Source: an optimization exercise on an open RTL-to-GDS flow (aim: small area, a short achievable clock period and few clock cycles). Production flows keep margins and buffers that such runs may drop. Where RTL was checked, it was by simulation tests only, not by an equivalence proof against the original.

==> flow/design.v (excerpt) <==
module digest_unit (
    input  wire        clk,
    input  wire        rst,
    input  wire        in_valid,
    output wire        in_ready,
    input  wire [63:0] in_data,
    input  wire [3:0]  in_nbytes,
    input  wire        in_last,
    input  wire [1:0]  in_alg,
    input  wire        in_expect,
    input  wire [63:0] in_cmp,
    output reg         out_valid,
    output reg  [63:0] out_digest,
    output reg         out_match,
    output reg         out_empty
);
    localparam [63:0] TH_INIT = 64'h5D3A91C427E8B06F;
    function [63:0] byterev(input [63:0] x);
        integer j;
        begin
            for (j = 0; j < 8; j = j + 1)
                byterev[8*j +: 8] = x[8*(7-j) +: 8];
        end
    endfunction
    function [63:0] rotl_bytes(input [63:0] x, input [2:0] a);
        begin
            rotl_bytes = x;
            if (a[0]) rotl_bytes = {rotl_bytes[55:0], rotl_bytes[63:56]};
            if (a[1]) rotl_bytes = {rotl_bytes[47:0], rotl_bytes[63:48]};
            if (a[2]) rotl_bytes = {rotl_bytes[31:0], rotl_bytes[63:32]};
        end
    endfunction
    function [63:0] ge_mask(input [2:0] x);
        integer j;
        begin
            for (j = 0; j < 8; j = j + 1)
                ge_mask[8*j +: 8] = {8{j >= x}};
        end
    endfunction
    localparam [2:0] F_IDLE = 3'd0,    
                     F_OUT  = 3'd1,    
                     F_WAIT = 3'd2,    
                     F_ROT  = 3'd3,    
                     F_PAD  = 3'd4,    
                     F_A    = 3'd5,    
                     F_B    = 3'd6,    
                     F_C    = 3'd7;    
    reg        rdy;
    reg [31:0] n;              
    reg [1:0]  alg_r;          
    reg [2:0]  fstate;
    reg [63:0] d_r;            
    reg [63:0] wbuf;           
    reg        op_c32, op_c64, op_th, op_a, op_b, op_clr, op_out;
    reg        fz;             
    reg [63:0] cmp_q;
    reg        exp_q, empty_q;
    reg [63:0] s;
    assign in_ready = rdy;
    wire fire = in_valid & rdy;
    wire [2:0]  o      = n[2:0];
    wire [3:0]  o_plus = {1'b0, o} + in_nbytes;
    wire        cmpl   = o_plus[3];               
  ...
==> flow/config.mk <==
export PLATFORM = sky130hd
export DESIGN_NAME = digest_unit
export DESIGN_NICKNAME = digest_unit
export VERILOG_FILES = /design/flow/design.v
export SDC_FILE = /design/flow/constraint.sdc
export NUM_CORES = 4
export LEC_CHECK = 0
export CAP_MARGIN = 20
export CORE_MARGIN = 2
export CORE_UTILIZATION = 30
export SLEW_MARGIN = 20
==> flow/constraint.sdc <==
create_clock -name core_clock -period 10.0 [get_ports {clk}]
set_input_delay 2.0000 -clock core_clock [delete_from_list [all_inputs] [get_ports {clk}]]
set_output_delay 2.0000 -clock core_clock [all_outputs]
set_load 0.01 [all_outputs]
standard.sh (not shown) runs the stock make flow with config.mk's settings and CLKGATE_MAP_FILE= SYNTH_SCRIPT=/design/flow/synth_recipe.tcl, a recipe that flattens the netlist after the stock synthesis.
==> flow/flow/run.sh <==
#!/bin/bash
export SETUP_SLACK_MARGIN=5.8
bash standard.sh > standard.log 2>&1
The first run produced a clean layout.
Edit:
--- a/flow/flow/run.sh
+++ b/flow/flow/run.sh
@@ -2,0 +3 @@
+export BUFFER_PORTS_ARGS="-buffer_cell sky130_fd_sc_hd__buf_2"
- CORE_UTILIZATION: 30 -> 40
Effect:
- The new run produced a clean layout
- hold slack is better by 4.0 ps
- non-clock buffer count shrinks by 10
- count of clock-buffer cells in the layout goes down by 6
- worst setup slack gets worse by 72 ps
- final area went down by 3.5%
- global-route usage grows by 9.9 points
- routed wire length shrinks by 0.82%
- utilization grows by 11 points
Edit:
- CORE_UTILIZATION: 40 -> 50
What happened: Global-route usage rises by 8.7 points; sequential share of layout area climbs by 0.31 points; area after synthesis does not change; wire length drops by 3.4%; hold slack stays flat; die area is lower by 20%; core utilization increases by 12 points.
No functional check of the RTL was part of any run of this note.

* * *

Another version of the RTL of digest_unit (not shown whole).
For scale: ~4700 cells after synthesis, roughly 370 flip-flops, ~210 I/O pins, ~41000 µm² of cells after synthesis.
export LEC_CHECK = 0
export CAP_MARGIN = 20
export CORE_MARGIN = 2
export CORE_UTILIZATION = 50
export SLEW_MARGIN = 20
create_clock -name core_clock -period 10.0 [get_ports {clk}]
==> flow/flow/run.sh <==
#!/bin/bash
export SETUP_SLACK_MARGIN=6.0
export BUFFER_PORTS_ARGS="-buffer_cell sky130_fd_sc_hd__buf_2"
bash standard.sh > standard.log 2>&1
The first run produced a clean layout.
Testbench counts at the start, summed over its fixed seeds: cycles 10,044.
Next try:
--- a/flow/flow/run.sh
+++ b/flow/flow/run.sh
@@ -2 +2 @@
-export SETUP_SLACK_MARGIN=6.0
+export SETUP_SLACK_MARGIN=5.8
Outcome: Final cell count drops by about 1.3%. Non-clock buffer count drops by 80. Final area drops by 3.4%. Die area stays the same. Global-route usage climbs by 0.42 points. Routed wire length drops by about 0.34%.
Next try:
CORE_UTILIZATION = 55   (was 50)
Final area drops by 1.4%. Worst setup slack got worse by 0.088 ns. Utilization climbs by 5.1 points.

afterwards: timing with drivers on the ports:
How much do the figures lean on ideal ports? The routed layouts below were timed once more, with nothing changed but the port constraints. Step 1, drivers: a clkbuf_16 drives clk and a buf_2 each remaining input, both assumed. Step 2 also shifts input and output timing later by t, the mid clock arrival at the registers, as if the neighbouring blocks saw the same clock. a / b / c = no drivers / after step 1 / after step 2; a / b = the first two.
run	shift t [ns]	setup WS [ns]	clock arrival spread, ns	slew at the worst register clock pin (ns)	worst slew at a driven data input, ns
the first run of note 1	0.655	5.583 / 5.583 / 5.244	0.025 / 0.025	0.07 / 0.07	0.11
the second run of note 1	0.641	5.510 / 5.510 / 5.244	0.021 / 0.020	0.07 / 0.07	0.10
the third run of note 1	0.625	5.585 / 5.585 / 5.321	0.033 / 0.033	0.07 / 0.07	0.10
the first run of note 2	0.661	5.814 / 5.814 / 5.407	0.035 / 0.035	0.07 / 0.07	0.08
the second run of note 2	0.663	5.627 / 5.627 / 5.133	0.038 / 0.038	0.07 / 0.07	0.08
the third run of note 2	0.649	5.538 / 5.538 / 5.211	0.019 / 0.019	0.07 / 0.07	0.06
After both steps every run listed still meets setup and hold. For the second run of note 2, which loses most, drivers alone change the setup slack by 0.000 ns; drivers and shift together by -0.494 ns.
